Source: an optimization exercise on an open RTL-to-GDS flow (aim: small area, a short achievable clock period and few clock cycles). Production flows keep margins and buffers that such runs may drop. Only simulation tests tie the RTL to the original design; equivalence was not proved. No activity file was given, so power comes from the tool's default toggle rates.

Design bx8_quant, start of the top module:
module bx8_quant (
    input  wire        clk,
    input  wire        rst,         
    input  wire        in_valid,
    output wire        in_ready,
    input  wire [31:0] in_data,     
    input  wire [1:0]  in_fmt,      
    input  wire        in_given,    
    input  wire [7:0]  in_scale,    
    output wire        out_valid,
    input  wire        out_ready,
    output wire [7:0]  out_code,    
    output wire [7:0]  out_bx8,     
    output wire        out_last,    
    output wire [3:0]  out_flags    
);
clock: 25.0 ns
lec_check: 0
cap_margin: 20
core_margin: 2
core_utilization: 60
cts_cluster_diameter: 60
cts_cluster_size: 30
place_density: 0.75
slew_margin: 20
standard.sh (not shown) runs the stock make flow with config.mk's settings and CLKGATE_MAP_FILE= SYNTH_SCRIPT=/design/flow/synth_recipe.tcl, a recipe that flattens the netlist after the stock synthesis.
==> flow/flow/run.sh <==
#!/bin/bash
# The standard layout, with the port buffers made from buf_4 cells instead of
# the resizer's default pick (a delay cell), and the resizer's timing repair
# asked to keep extra setup slack, so that it also works on paths that meet
# the clock period already.
set -euo pipefail
export BUFFER_PORTS_ARGS="-buffer_cell sky130_fd_sc_hd__buf_4"
export SETUP_SLACK_MARGIN=18.9
bash standard.sh > standard.log 2>&1
The starting point went through all stages and came out clean.
Testbench counts at the start, summed over its fixed seeds: cycles 16,920.
Next try:
==> flow/flow/run.sh (replaced) <==
#!/bin/bash
# The standard layout, with these changes:
# - the port buffers are made from buf_4 cells instead of the resizer's
#   default pick (a delay cell), and after global placement the data-input
#   ones, which drive one flip-flop each, become buf_1 (flow/small_inbuf.tcl);
# - the resizer's timing repair is asked to keep extra setup slack, so that
#   it also works on paths that meet the clock period already.
set -euo pipefail
export BUFFER_PORTS_ARGS="-buffer_cell sky130_fd_sc_hd__buf_4"
export POST_GLOBAL_PLACE_TCL="$(pwd)/flow/small_inbuf.tcl"
export SETUP_SLACK_MARGIN=18.9
bash standard.sh > standard.log 2>&1
==> flow/flow/small_inbuf.tcl (new file) <==
# After global placement: the port buffers of the data inputs, which each
# drive a single flip-flop, are made buf_1 instead of buf_4. The handshake
# and reset inputs keep theirs. The resizer's later repair still sizes any
# of them up if timing needs it.
set n_small 0
foreach inst [get_cells input*] {
  if { [get_property $inst ref_name] != "sky130_fd_sc_hd__buf_4" } { continue }
  set a [get_pins -of_objects $inst -filter "direction == input"]
  set net [get_full_name [get_nets -of_objects $a]]
  if { [regexp {^(in_data|in_fmt|in_given|in_scale)} $net] } {
    replace_cell $inst sky130_fd_sc_hd__buf_1
    incr n_small
  }
}
puts "small_inbuf: $n_small input buffers made buf_1"
Settings changed: CORE_UTILIZATION 60 to 67, CTS_CLUSTER_DIAMETER 60 to 64, CTS_CLUSTER_SIZE 30 to 32, PLACE_DENSITY 0.75 to 0.8.
=> Clock power is lower by 5.3%; combinational power is about the same; final area is lower by 1.6%.
Next try:
==> flow/flow/small_inbuf.tcl (replaced) <==
# After global placement: the port buffers of the data inputs, which each
# drive a single flip-flop, are made buf_1 instead of buf_4. The handshake
# and reset inputs keep theirs. The resizer's later repair still sizes any
# of them up if timing needs it.
foreach p [get_ports {in_data* in_fmt* in_given in_scale*}] {
  foreach pin [get_pins -of_objects [get_nets -of_objects $p]] {
    set inst [get_cells -of_objects $pin]
    if { [get_property $inst ref_name] == "sky130_fd_sc_hd__buf_4" } {
      replace_cell $inst sky130_fd_sc_hd__buf_1
    }
  }
}
Result: The changed run aborted during global placement (3_3_place_gp); area after synthesis does not change; synthesized cell count does not change.

========
Another version of the RTL of bx8_quant (not shown whole).
For scale: ~70 I/O pins.
Settings: LEC_CHECK=0, CAP_MARGIN=20, CORE_MARGIN=2, CORE_UTILIZATION=67, CTS_CLUSTER_DIAMETER=64, CTS_CLUSTER_SIZE=32, PLACE_DENSITY=0.8, SLEW_MARGIN=20; clock period 25.0 ns.
==> flow/flow/run.sh <==
#!/bin/bash
# The standard layout, with these changes:
# - the port buffers are made from buf_4 cells instead of the resizer's
#   default pick (a delay cell), and after global placement the data-input
#   ones, which drive one flip-flop each, become buf_1 (flow/small_inbuf.tcl);
# - the resizer's timing repair is asked to keep extra setup slack, so that
#   it also works on paths that meet the clock period already.
set -euo pipefail
export BUFFER_PORTS_ARGS="-buffer_cell sky130_fd_sc_hd__buf_4"
export POST_GLOBAL_PLACE_TCL="$(pwd)/flow/small_inbuf.tcl"
export SETUP_SLACK_MARGIN=18.2
bash standard.sh > standard.log 2>&1
==> flow/flow/small_inbuf.tcl <==
# After global placement: the port buffers of the data inputs, which each
# drive a single flip-flop, are made buf_1 instead of buf_4. The handshake
# and reset inputs keep theirs. The resizer's later repair still sizes any
# of them up if timing needs it.
set n_small 0
foreach inst [get_cells input*] {
  if { [get_property $inst ref_name] != "sky130_fd_sc_hd__buf_4" } { continue }
  set a [get_pins -of_objects $inst -filter "direction == input"]
  set net [get_full_name [get_nets -of_objects $a]]
  if { [regexp {^(in_data|in_fmt|in_given|in_scale)} $net] } {
    replace_cell $inst sky130_fd_sc_hd__buf_1
    incr n_small
  }
}
puts "small_inbuf: $n_small input buffers made buf_1"
Testbench counts at the start, summed over its fixed seeds: cycles 16,920.
Edit:
==> flow/flow/run.sh (replaced) <==
#!/bin/bash
# The standard layout, with the port buffers made from buf_4 cells instead of
# the resizer's default pick (a delay cell), and the resizer's timing repair
# asked to keep extra setup slack, so that it also works on paths that meet
# the clock period already.
set -euo pipefail
export BUFFER_PORTS_ARGS="-buffer_cell sky130_fd_sc_hd__buf_4"
export SETUP_SLACK_MARGIN=18.9
bash standard.sh > standard.log 2>&1
removed: flow/flow/small_inbuf.tcl
Outcome: The changed run passed the timing, DRC and antenna checks; non-clock buffer count goes up by 5; count of clock-buffer cells in the layout goes up by 1; cell area goes up by 1.3%; sequential share of layout area goes down by 0.93 points; hold slack gets worse by 0.010 ns; clock power goes up by about 0.9%; total power goes up by 0.46%; global-route usage goes down by 0.94 points.
Edit:
==> flow/flow/run.sh (replaced) <==
#!/bin/bash
# The standard layout, with these changes:
# - the port buffers are made from buf_4 cells instead of the resizer's
#   default pick (a delay cell), and after global placement the data-input
#   ones, which drive one flip-flop each, become buf_1 (flow/small_inbuf.tcl);
# - the resizer's timing repair is asked to keep extra setup slack, so that
#   it also works on paths that meet the clock period already.
set -euo pipefail
export BUFFER_PORTS_ARGS="-buffer_cell sky130_fd_sc_hd__buf_4"
export POST_GLOBAL_PLACE_TCL="$(pwd)/flow/small_inbuf.tcl"
export SETUP_SLACK_MARGIN=18.9
bash standard.sh > standard.log 2>&1
==> flow/flow/small_inbuf.tcl (new file) <==
# After global placement: the port buffers of the data inputs, which each
# drive a single flip-flop, are made buf_1 instead of buf_4. The handshake
# and reset inputs keep theirs. The resizer's later repair still sizes any
# of them up if timing needs it.
set n_small 0
foreach inst [get_cells input*] {
  if { [get_property $inst ref_name] != "sky130_fd_sc_hd__buf_4" } { continue }
  set a [get_pins -of_objects $inst -filter "direction == input"]
  set net [get_full_name [get_nets -of_objects $a]]
  if { [regexp {^(in_data|in_fmt|in_given|in_scale)} $net] } {
    replace_cell $inst sky130_fd_sc_hd__buf_1
    incr n_small
  }
}
puts "small_inbuf: $n_small input buffers made buf_1"
--- a/flow/config.mk
+++ b/flow/config.mk
@@ -9,6 +9,6 @@
 export CORE_MARGIN = 2
-export CORE_UTILIZATION = 67
+export CORE_UTILIZATION = 72
 export CTS_CLUSTER_DIAMETER = 64
 export CTS_CLUSTER_SIZE = 32
-export PLACE_DENSITY = 0.8
+export PLACE_DENSITY = 0.85
 export SLEW_MARGIN = 20
Final cell count came out lower by about 1.7%.
Worst setup slack loses 0.061 ns.
Flip-flop and latch count stays the same.
Via count came out higher by about 6%.
Critical path depth stays the same.
Edit:
--- a/flow/flow/run.sh
+++ b/flow/flow/run.sh
@@ -10,3 +10,3 @@
 export POST_GLOBAL_PLACE_TCL="$(pwd)/flow/small_inbuf.tcl"
-export SETUP_SLACK_MARGIN=18.9
+export SETUP_SLACK_MARGIN=18.5
 bash standard.sh > standard.log 2>&1
--- a/flow/config.mk
+++ b/flow/config.mk
@@ -9,6 +9,6 @@
 export CORE_MARGIN = 2
-export CORE_UTILIZATION = 72
+export CORE_UTILIZATION = 67
 export CTS_CLUSTER_DIAMETER = 64
 export CTS_CLUSTER_SIZE = 32
-export PLACE_DENSITY = 0.85
+export PLACE_DENSITY = 0.8
 export SLEW_MARGIN = 20
The new run produced a clean layout.
Non-clock buffer count goes down by 19.
Setup slack degrades by 0.036 ns.
Global-route usage came out lower by 5.7 points.
Total power shrinks by 1.3%.
Sequential cell count does not change.
Synthesized cell count is unchanged.
Clock skew came out higher by 0.0080 ns.
Critical path depth stays the same.
Combinational power went down by about 7%.
Worst hold slack is worse by 0.0091 ns.

==> static timing again, ports no longer ideal <==
In the flow no input, the clock included, has a driving cell. The finished layouts below were timed again as built, in two steps. Step 1 (the two cells are an assumption about what drives the block):
set clk [get_ports {clk}]
set_driving_cell -lib_cell sky130_fd_sc_hd__clkbuf_16 $clk
set_driving_cell -lib_cell sky130_fd_sc_hd__buf_2 [delete_from_list [all_inputs] $clk]
Step 2 times the ports against the registers' clock, not the clock port: input delays grow and output delays shrink by t, the midpoint of the rising clock arrivals with the driver on. Slacks: no drivers / after step 1 / after step 2; pairs: no drivers / after step 1.
| run | shift t [ns] | slack for setup (ns) | worst setup path at the end | clock arrival spread, ns |
|---|---|---|---|---|
| the first run of note 1 | 0.674 | 18.816 / 18.756 / 18.364 | input to register | 0.038 / 0.038 |
| the second run of note 1 | 0.672 | 18.804 / 18.748 / 18.304 | input to register | 0.031 / 0.032 |
| the first run of note 2 | 0.663 | 18.496 / 18.528 / 17.865 | input to register | 0.033 / 0.033 |
| the second run of note 2 | 0.660 | 18.817 / 18.762 / 18.420 | input to register | 0.039 / 0.040 |
| the third run of note 2 | 0.675 | 18.756 / 18.700 / 18.342 | input to register | 0.035 / 0.035 |
| the fourth run of note 2 | 0.672 | 18.720 / 18.661 / 18.071 | input to register | 0.039 / 0.039 |
After both steps setup and hold are still met in every run listed. For the fourth run of note 2, which loses most, drivers alone change the setup slack by -0.059 ns; drivers and shift together by -0.649 ns.
